Context: an optimization exercise on an open-source flow, tuned for small area. The choices shown serve that exercise and are no tape-out recipe. At most, simulation tests tie the RTL to the original design; equivalence was not proved. Power figures rest on the tool's default switching activity, not on a simulated workload.

==> run a: inputs <==
## hem_core
module hem_core (
    input              clk,
    input              rst,
    input              start,
    input      [11:0]  entry,
    input      [19:0]  state_ptr,
    input      [127:0] operands,
    output reg         busy,
    output     [11:0]  imem_addr,
    input      [31:0]  imem_rdata,
    output             dmem_en,
    output             dmem_we,
    output     [3:0]   dmem_be,
    output     [12:0]  dmem_addr,
    output     [31:0]  dmem_wdata,
    input      [31:0]  dmem_rdata,
    output             post_valid,
    output     [1:0]   post_dest,
    output     [31:0]  post_data,
    output reg         done,
    output reg [3:0]   done_cause,
    output     [11:0]  done_pc
);
    localparam [5:0] OP_NOP  = 6'h00, OP_LDI  = 6'h01, OP_MOV  = 6'h02,
                     OP_LD   = 6'h03, OP_ST   = 6'h04, OP_LDA  = 6'h05,
                     OP_STAH = 6'h06, OP_MVH  = 6'h07, OP_MVA  = 6'h08,
                     OP_CLR  = 6'h09, OP_LDP  = 6'h0A, OP_SETB = 6'h0B,
                     OP_SETL = 6'h0C, OP_ADDP = 6'h0D, OP_STAW = 6'h0E,
                     OP_MPY  = 6'h10, OP_MAC  = 6'h11, OP_MSU  = 6'h12,
                     OP_MACL = 6'h13, OP_ADDA = 6'h14, OP_ASL  = 6'h15,
                     OP_SATA = 6'h16, OP_ADD  = 6'h18, OP_SUB  = 6'h19,
                     OP_ADDI = 6'h1A, OP_AND  = 6'h1B, OP_OR   = 6'h1C,
                     OP_SHL  = 6'h1D, OP_CMP  = 6'h1E, OP_B    = 6'h20,
                     OP_CALL = 6'h21, OP_RET  = 6'h22, OP_REP  = 6'h23,
                     OP_RDO  = 6'h28, OP_POST = 6'h29, OP_END  = 6'h2A,
                     OP_MFS  = 6'h2B;
    localparam [3:0] C_END = 4'd0, C_ILLEGAL = 4'd1, C_SEQ = 4'd2,
  ...
Settings: LEC_CHECK=0, ABC_AREA=1, CAP_MARGIN=20, CORE_MARGIN=2, CORE_UTILIZATION=40, PLACE_DENSITY=0.6, SLEW_MARGIN=20; clock period 15.0 ns.
standard.sh (not shown) runs the stock make flow with config.mk's settings and CLKGATE_MAP_FILE= SYNTH_SCRIPT=/design/flow/synth_recipe.tcl, a recipe that flattens the netlist after the stock synthesis.
==> flow/flow/run.sh <==
#!/bin/bash
# Standard layout, except that the port buffers are the smallest buffer cell
# (buf_1) instead of the default clkdlybuf4s50_1. Each tool's output goes to
# a log file in this folder.
set -euo pipefail
bash standard.sh synth > synth.log 2>&1
bash standard.sh BUFFER_PORTS_ARGS="-buffer_cell sky130_fd_sc_hd__buf_1" finish > layout.log 2>&1
test -f out/final.def
==> run b: changes against run a <==
--- a/flow/design.v
+++ b/flow/design.v
@@ -320,26 +320,55 @@
     assign dmem_en    = go && is_mem;
     assign dmem_we    = i_st | i_stah | i_staw;
     assign dmem_addr  = maddr[14:2];
     assign dmem_be    = !st_half ? 4'b1111 : (maddr[1] ? 4'b1100 : 4'b0011);
     assign dmem_wdata = wbus;
     assign post_valid = go && i_post && !rst;
     assign post_dest  = kj;
     assign post_data  = wbus;
-    wire [11:0] fpc_inc = fpc + 12'd1;
+    reg  [11:0] fpc_inc;
+    reg  [7:0]  rcnt_dec;
+    reg         icy, dbw;
+    integer     q;
+    always @(*) begin
+        icy = 1'b1;
+        for (q = 0; q < 12; q = q + 1) begin
+            fpc_inc[q] = fpc[q] ^ icy;
+            icy = icy & fpc[q];
+        end
+        dbw = 1'b1;
+        for (q = 0; q < 8; q = q + 1) begin
+            rcnt_dec[q] = rcnt[q] ^ dbw;
+            dbw = dbw & ~rcnt[q];
+        end
+    end
     wire [2:0]  sp_m1   = sp - 3'd1;
     wire [15:0] wb_half = wb_hi ? dmem_rdata[31:16] : dmem_rdata[15:0];
     wire        ex      = iv;
     wire [7:0]  dwb_sel = (wb_v && !wb_acc) ? (8'd1 << wb_idx) : 8'd0;
     wire [1:0]  awb_sel = (wb_v &&  wb_acc) ? (2'd1 << wb_idx[0]) : 2'd0;
-    wire [15:0] dbus = busy ? d_val : 16'h0;
-    wire [39:0] abus = busy ? a_val : 40'h0;
+    reg  [7:0]  d_wsel, d_hold;
+    reg  [1:0]  a_wsel, a_hold;
+    integer     r;
+    always @(*) begin
+        for (r = 0; r < 8; r = r + 1) begin
+            d_wsel[r] = busy && !dwb_sel[r] && ex && d_we && fdd == r;
+            d_hold[r] = busy && !dwb_sel[r] && !d_wsel[r];
+        end
+        for (r = 0; r < 2; r = r + 1) begin
+            a_wsel[r] = busy && !awb_sel[r] && ex && a_we && fa == r;
+            a_hold[r] = busy && !awb_sel[r] && !a_wsel[r];
+        end
+    end
     wire        p_we = i_ldp || i_addp || (is_mem && (fam == 2'd1 || fam == 2'd2));
-    wire [19:0] pbus = !busy ? 20'h0 : i_ldp ? imm20 : pwrap;
+    wire [19:0] pnew = i_ldp ? imm20 : pwrap;
+    wire [19:0] pbus = busy ? pnew : 20'h0;
+    wire        p0_wsel = busy && ex && p_we && pi == 2'd0;
+    wire        p0_hold = busy && !p0_wsel;
     wire [19:0] bbus = busy ? imm20 : 20'h0;
     wire [15:1] lbus = busy ? imm16[15:1] : 15'h0;
     integer i;
     always @(posedge clk) begin
         if (rst) begin
             busy <= 1'b0;
             iv   <= 1'b0;
             wb_v <= 1'b0;
@@ -375,17 +404,17 @@
             sp        <= 3'd0;
             st        <= 4'h0;
         end else begin
             slot      <= ex && is_branch;
             after_rep <= ex && i_rep;
             if (ex && i_rep)
                 rcnt <= repn;
             else if (rcnt != 8'd0)
-                rcnt <= rcnt - 8'd1;
+                rcnt <= rcnt_dec;
             if (ex && i_call) begin
                 stk[sp[1:0]] <= fpc_inc;
                 sp <= sp + 3'd1;
             end
             if (ex && i_ret)
                 sp <= sp_m1;
             if (ex) begin
                 if (nz_we) begin
@@ -397,36 +426,40 @@
                     st[3] <= 1'b0;
                 end else begin
                     if (sat_set) st[2] <= 1'b1;
                     if (ovf_set) st[3] <= 1'b1;
                 end
             end
         end
         for (i = 0; i < 8; i = i + 1)
-            if (!busy || dwb_sel[i] || (ex && d_we && fdd == i))
-                dr[i] <= dwb_sel[i] ? wb_half : dbus;
+            dr[i] <= ({16{d_hold[i]}} & dr[i])
+                   | ({16{dwb_sel[i]}} & wb_half)
+                   | ({16{d_wsel[i]}} & d_val);
         for (i = 0; i < 2; i = i + 1)
-            if (!busy || awb_sel[i] || (ex && a_we && fa == i))
-                acc[i] <= awb_sel[i] ? {{8{dmem_rdata[31]}}, dmem_rdata} : abus;
+            acc[i] <= ({40{a_hold[i]}} & acc[i])
+                    | ({40{awb_sel[i]}} & {{8{dmem_rdata[31]}}, dmem_rdata})
+                    | ({40{a_wsel[i]}} & a_val);
         for (i = 0; i < 4; i = i + 1) begin
-            if (!busy || (ex && p_we && pi == i))
-                pr[i] <= (i == 0 && !busy) ? state_ptr : pbus;
+            if (i == 0)
+                pr[0] <= ({20{p0_hold}} & pr[0])
+                       | ({20{!busy}} & state_ptr)
+                       | ({20{p0_wsel}} & pnew);
+            else if (!busy || (ex && p_we && pi == i))
+                pr[i] <= pbus;
             if (!busy || (ex && i_setb && pi == i))
                 br[i] <= bbus;
             if (!busy || (ex && i_setl && pi == i))
                 lr[i] <= lbus;
             if (!busy)
                 orr[i] <= operands[32*i +: 32];
         end
-        if (go && is_load) begin
-            wb_acc <= i_lda;
-            wb_idx <= i_lda ? {2'b00, fa} : fdd;
-            wb_hi  <= maddr[1];
-        end
+        wb_acc <= i_lda;
+        wb_idx <= i_lda ? {2'b00, fa} : fdd;
+        wb_hi  <= maddr[1];
     end
 endmodule
 module hem_core_mac (
     input  [17:0] A,
     input  [16:0] B,
     input         negp,
     input  [40:0] X,
     input  [40:0] Z,       
- CTS_CLUSTER_DIAMETER: not set -> 110
- CTS_CLUSTER_SIZE: not set -> 27
==> flow_summary.json <==
{
  "p_leak_nw": 25.1,
  "dp_hpwl_mm": 196,
  "outcome": "complete, no violations",
  "gp_congestion": 1.01,
  "pg_clk_mw": 1.98,
  "globalRouteMet3Util_pct": 8.35,
  "ys_seq_area_share_pct": 36.8,
  "cp_max_fo": 16,
  "syn_area_sq_um": 53100,
  "met1_length_mm": 102
}
The numbers above come from run a.

==> flow_summary.json <==
{
  "outcome": "complete, no violations",
  "syn_area_sq_um": 52800,
  "met1_length_mm": 103,
  "finalMaxSlewViolations": 0,
  "dp_hpwl_mm": 209,
  "critPathBufInv": 11,
  "pg_clk_mw": 1.12,
  "cp_max_fo": 13,
  "postSynthCellCount": 7225,
  "ys_seq_area_share_pct": 32.6,
  "cts_setup_buffers": 0,
  "globalRouteMet3Util_pct": 8.75,
  "p_leak_nw": 24.4,
  "gp_congestion": 1.07
}
The numbers above come from run b.

Function not checked in run b: the RTL went through the layout flow alone.

========
==> inputs of job 1684 <==
RTL: one of the versions met above, not the one the previous note started from.
clock: 15.0 ns
lec_check: 0
abc_area: 1
cap_margin: 20
core_margin: 2
core_utilization: 40
cts_cluster_diameter: 100
cts_cluster_size: 24
place_density: 0.6
slew_margin: 20
Scripts as last shown in full above: flow/flow/run.sh
==> job 9949 (differences from job 1684) <==
--- a/flow/design.v
+++ b/flow/design.v
@@ -357,16 +357,13 @@
         for (r = 0; r < 2; r = r + 1) begin
             a_wsel[r] = busy && !awb_sel[r] && ex && a_we && fa == r;
             a_hold[r] = busy && !awb_sel[r] && !a_wsel[r];
         end
     end
     wire        p_we = i_ldp || i_addp || (is_mem && (fam == 2'd1 || fam == 2'd2));
-    wire [19:0] pnew = i_ldp ? imm20 : pwrap;
-    wire [19:0] pbus = busy ? pnew : 20'h0;
-    wire        p0_wsel = busy && ex && p_we && pi == 2'd0;
-    wire        p0_hold = busy && !p0_wsel;
+    wire [19:0] pbus = !busy ? 20'h0 : i_ldp ? imm20 : pwrap;
     wire [19:0] bbus = busy ? imm20 : 20'h0;
     wire [15:1] lbus = busy ? imm16[15:1] : 15'h0;
     integer i;
     always @(posedge clk) begin
         if (rst) begin
             busy <= 1'b0;
@@ -436,28 +433,26 @@
                    | ({16{d_wsel[i]}} & d_val);
         for (i = 0; i < 2; i = i + 1)
             acc[i] <= ({40{a_hold[i]}} & acc[i])
                     | ({40{awb_sel[i]}} & {{8{dmem_rdata[31]}}, dmem_rdata})
                     | ({40{a_wsel[i]}} & a_val);
         for (i = 0; i < 4; i = i + 1) begin
-            if (i == 0)
-                pr[0] <= ({20{p0_hold}} & pr[0])
-                       | ({20{!busy}} & state_ptr)
-                       | ({20{p0_wsel}} & pnew);
-            else if (!busy || (ex && p_we && pi == i))
-                pr[i] <= pbus;
+            if (!busy || (ex && p_we && pi == i))
+                pr[i] <= (i == 0 && !busy) ? state_ptr : pbus;
             if (!busy || (ex && i_setb && pi == i))
                 br[i] <= bbus;
             if (!busy || (ex && i_setl && pi == i))
                 lr[i] <= lbus;
             if (!busy)
                 orr[i] <= operands[32*i +: 32];
         end
-        wb_acc <= i_lda;
-        wb_idx <= i_lda ? {2'b00, fa} : fdd;
-        wb_hi  <= maddr[1];
+        if (go && is_load) begin
+            wb_acc <= i_lda;
+            wb_idx <= i_lda ? {2'b00, fa} : fdd;
+            wb_hi  <= maddr[1];
+        end
     end
 endmodule
 module hem_core_mac (
     input  [17:0] A,
     input  [16:0] B,
     input         negp,
==> flow/flow/run.sh (replaced) <==
#!/bin/bash
# Standard layout, except that the port buffers are the smallest buffer cell
# (buf_1) instead of the default clkdlybuf4s50_1, and clock tree synthesis
# uses clkbuf_8 with smaller clusters and inserts no dummy loads. Each tool's output goes to a log file in this folder.
set -euo pipefail
bash standard.sh synth > synth.log 2>&1
bash standard.sh BUFFER_PORTS_ARGS="-buffer_cell sky130_fd_sc_hd__buf_1" \
    CTS_ARGS="-sink_clustering_enable -repair_clock_nets -dont_use_dummy_load -sink_clustering_size 14 -sink_clustering_max_diameter 70 -buf_list sky130_fd_sc_hd__clkbuf_8" \
    finish > layout.log 2>&1
test -f out/final.def
==> job 8432 (differences from job 1684) <==
--- a/flow/design.v
+++ b/flow/design.v
@@ -199,18 +199,15 @@
     wire [15:0] sh_val = shp ? 16'h7FFF : shn ? 16'h8000 : shr[16:1];
     wire        sh_sat = shp | shn;
     wire        swp = !va[39] && (va[38:31] != 8'h00);
     wire        swn =  va[39] && (va[38:31] != 8'hFF);
     wire [31:0] sw_val = swp ? 32'h7FFF_FFFF : swn ? 32'h8000_0000 : va[31:0];
     wire        sw_sat = swp | swn;
-    wire        w_half = i_st | i_stah | i_mvh;             
-    wire        w_post = i_post & ~fx;                       
-    wire [15:0] hv     = (i_st | w_post) ? vds : sh_val;
-    wire [31:0] wbus;
-    assign wbus[15:0]  = (w_half | w_post) ? hv : i_rdo ? vok[15:0] : sw_val[15:0];
-    assign wbus[31:16] = w_half ? hv : w_post ? {16{vds[15]}} : i_rdo ? vok[31:16] : sw_val[31:16];
+    wire [31:0] wbus = (i_post & ~fx) ? {{16{vds[15]}}, vds}
+                     : i_rdo          ? vok
+                     :                  sw_val;
     wire        shl_r   = sh6[4];
     wire        shl_sat = !shl_r && !((&msum[30:15]) || !(|msum[30:15]));
     wire [15:0] shl_val = shl_r   ? msum[31:16]
                         : shl_sat ? (vds[15] ? 16'h8000 : 16'h7FFF)
                         :           msum[15:0];
     wire [5:0]  rsh   = {sh6[5], ~sh6[4:0]};         
@@ -236,13 +233,14 @@
     wire [15:0] log_val = i_or ? (vds | vdt) : (vds & vdt);
     wire s_add = i_add | i_sub | i_addi | i_cmp | i_mov | i_ldi;
     wire s_log = i_and | i_or;
     wire [15:0] d_val = ({16{s_add}}  & add_val)
                       | ({16{s_log}}  & log_val)
                       | ({16{i_shl}}  & shl_val)
-                      | ({16{i_rdo | i_mvh}} & wbus[15:0])
+                      | ({16{i_mvh}}  & sh_val)
+                      | ({16{i_rdo}}  & wbus[15:0])
                       | ({16{i_mfs}}  & {12'h000, st});
     wire d_we = s_add & ~i_cmp | s_log | i_shl | i_mvh | (i_rdo & ~fx) | i_mfs;
     wire nz_we = i_add | i_sub | i_addi | i_and | i_or | i_shl | i_cmp;
     wire s_w = (i_rdo & fx) | i_sata;
     wire [39:0] a_val = i_asl ? shres : s_w ? {{8{wbus[31]}}, wbus} : msum[39:0];
     wire a_we = mulop | i_mva | i_clr | i_adda | i_asl | s_w;
@@ -314,59 +312,31 @@
         else
             fault = 1'b0;
     end
     wire go     = iv && !fault;
     wire ending = iv && (fault || i_end);
     wire        st_half = i_st | i_stah;
+    wire [15:0] hval    = i_st ? vds : sh_val;
     assign dmem_en    = go && is_mem;
     assign dmem_we    = i_st | i_stah | i_staw;
     assign dmem_addr  = maddr[14:2];
     assign dmem_be    = !st_half ? 4'b1111 : (maddr[1] ? 4'b1100 : 4'b0011);
-    assign dmem_wdata = wbus;
+    assign dmem_wdata = st_half ? {hval, hval} : wbus;
     assign post_valid = go && i_post && !rst;
     assign post_dest  = kj;
     assign post_data  = wbus;
-    reg  [11:0] fpc_inc;
-    reg  [7:0]  rcnt_dec;
-    reg         icy, dbw;
-    integer     q;
-    always @(*) begin
-        icy = 1'b1;
-        for (q = 0; q < 12; q = q + 1) begin
-            fpc_inc[q] = fpc[q] ^ icy;
-            icy = icy & fpc[q];
-        end
-        dbw = 1'b1;
-        for (q = 0; q < 8; q = q + 1) begin
-            rcnt_dec[q] = rcnt[q] ^ dbw;
-            dbw = dbw & ~rcnt[q];
-        end
-    end
+    wire [11:0] fpc_inc = fpc + 12'd1;
     wire [2:0]  sp_m1   = sp - 3'd1;
     wire [15:0] wb_half = wb_hi ? dmem_rdata[31:16] : dmem_rdata[15:0];
     wire        ex      = iv;
     wire [7:0]  dwb_sel = (wb_v && !wb_acc) ? (8'd1 << wb_idx) : 8'd0;
     wire [1:0]  awb_sel = (wb_v &&  wb_acc) ? (2'd1 << wb_idx[0]) : 2'd0;
-    reg  [7:0]  d_wsel, d_hold;
-    reg  [1:0]  a_wsel, a_hold;
-    integer     r;
-    always @(*) begin
-        for (r = 0; r < 8; r = r + 1) begin
-            d_wsel[r] = busy && !dwb_sel[r] && ex && d_we && fdd == r;
-            d_hold[r] = busy && !dwb_sel[r] && !d_wsel[r];
-        end
-        for (r = 0; r < 2; r = r + 1) begin
-            a_wsel[r] = busy && !awb_sel[r] && ex && a_we && fa == r;
-            a_hold[r] = busy && !awb_sel[r] && !a_wsel[r];
-        end
-    end
+    wire [15:0] dbus = busy ? d_val : 16'h0;
+    wire [39:0] abus = busy ? a_val : 40'h0;
     wire        p_we = i_ldp || i_addp || (is_mem && (fam == 2'd1 || fam == 2'd2));
-    wire [19:0] pnew = i_ldp ? imm20 : pwrap;
-    wire [19:0] pbus = busy ? pnew : 20'h0;
-    wire        p0_wsel = busy && ex && p_we && pi == 2'd0;
-    wire        p0_hold = busy && !p0_wsel;
+    wire [19:0] pbus = !busy ? 20'h0 : i_ldp ? imm20 : pwrap;
     wire [19:0] bbus = busy ? imm20 : 20'h0;
     wire [15:1] lbus = busy ? imm16[15:1] : 15'h0;
     integer i;
     always @(posedge clk) begin
         if (rst) begin
             busy <= 1'b0;
@@ -406,13 +376,13 @@
         end else begin
             slot      <= ex && is_branch;
             after_rep <= ex && i_rep;
             if (ex && i_rep)
                 rcnt <= repn;
             else if (rcnt != 8'd0)
-                rcnt <= rcnt_dec;
+                rcnt <= rcnt - 8'd1;
             if (ex && i_call) begin
                 stk[sp[1:0]] <= fpc_inc;
                 sp <= sp + 3'd1;
             end
             if (ex && i_ret)
                 sp <= sp_m1;
@@ -428,36 +398,32 @@
                     if (sat_set) st[2] <= 1'b1;
                     if (ovf_set) st[3] <= 1'b1;
                 end
             end
         end
         for (i = 0; i < 8; i = i + 1)
-            dr[i] <= ({16{d_hold[i]}} & dr[i])
-                   | ({16{dwb_sel[i]}} & wb_half)
-                   | ({16{d_wsel[i]}} & d_val);
+            if (!busy || dwb_sel[i] || (ex && d_we && fdd == i))
+                dr[i] <= dwb_sel[i] ? wb_half : dbus;
         for (i = 0; i < 2; i = i + 1)
-            acc[i] <= ({40{a_hold[i]}} & acc[i])
-                    | ({40{awb_sel[i]}} & {{8{dmem_rdata[31]}}, dmem_rdata})
-                    | ({40{a_wsel[i]}} & a_val);
+            if (!busy || awb_sel[i] || (ex && a_we && fa == i))
+                acc[i] <= awb_sel[i] ? {{8{dmem_rdata[31]}}, dmem_rdata} : abus;
         for (i = 0; i < 4; i = i + 1) begin
-            if (i == 0)
-                pr[0] <= ({20{p0_hold}} & pr[0])
-                       | ({20{!busy}} & state_ptr)
-                       | ({20{p0_wsel}} & pnew);
-            else if (!busy || (ex && p_we && pi == i))
-                pr[i] <= pbus;
+            if (!busy || (ex && p_we && pi == i))
+                pr[i] <= (i == 0 && !busy) ? state_ptr : pbus;
             if (!busy || (ex && i_setb && pi == i))
                 br[i] <= bbus;
             if (!busy || (ex && i_setl && pi == i))
                 lr[i] <= lbus;
             if (!busy)
                 orr[i] <= operands[32*i +: 32];
         end
-        wb_acc <= i_lda;
-        wb_idx <= i_lda ? {2'b00, fa} : fdd;
-        wb_hi  <= maddr[1];
+        if (go && is_load) begin
+            wb_acc <= i_lda;
+            wb_idx <= i_lda ? {2'b00, fa} : fdd;
+            wb_hi  <= maddr[1];
+        end
     end
 endmodule
 module hem_core_mac (
     input  [17:0] A,
     input  [16:0] B,
     input         negp,
ABC_AREA = unset   (was 1)
CTS_CLUSTER_DIAMETER = unset   (was 100)
CTS_CLUSTER_SIZE = unset   (was 24)
==> notes <==
Job 1684 finished clean. Job 8432 finished with timing, DRC and antenna clean. Job 9949 completed without violations.
Synthesized cell count: job 8432 < job 9949 < job 1684.
Sequential share of layout area: job 1684 < job 9949 < job 8432.
Between job 1684 and job 8432, the lower critical path depth is in job 8432 (gap 31).
Against job 1684, the clock power of job 8432 is larger by about 60%.
In sequential cell count, job 8432 and job 1684 do not differ.
No functional check of the RTL was part of job 1684 and job 8432.

-- separate check: timing with driven ports --
How much do the figures lean on ideal ports? The routed layouts below were timed once more, with nothing changed but the port constraints.
Step 1 assumes that a clkbuf_16 drives the clock port and a buf_2 every other input.
Step 2 adds t to the input delays and takes it off the output delays; t is the mean of the earliest and latest rising clock arrival at the registers after step 1. Input paths then give back, and output paths get back, about the clock's delay inside the block.
a / b / c = ideal ports / drivers / drivers and shift; a / b = the first two.
| run | t (ns) | setup WS [ns] | hold WS [ns] | latest minus earliest clock arrival (ns) | worst register clock-pin slew, ns |
|---|---|---|---|---|---|
| run a | 0.775 | 0.758 / 0.727 / -0.048 | 0.497 / 0.497 / 0.497 | 0.061 / 0.060 | 0.09 / 0.09 |
| run b | 0.796 | 0.832 / 0.887 / 0.090 | 0.470 / 0.470 / 0.470 | 0.047 / 0.047 | 0.12 / 0.12 |
| job 1684 | 0.738 | 0.763 / 0.818 / 0.081 | 0.462 / 0.462 / 0.462 | 0.051 / 0.051 | 0.11 / 0.11 |
| job 9949 | 0.866 | 1.234 / 1.206 / 0.340 | 0.466 / 0.466 / 0.466 | 0.128 / 0.128 | 0.10 / 0.10 |
| job 8432 | 0.799 | 1.010 / 0.985 / 0.346 | 0.539 / 0.539 / 0.539 | 0.060 / 0.061 | 0.08 / 0.08 |
With both steps, setup timing fails in run a, where it was met with ideal ports. For job 9949, which loses most, drivers alone change the setup slack by -0.028 ns; drivers and shift together by -0.894 ns.
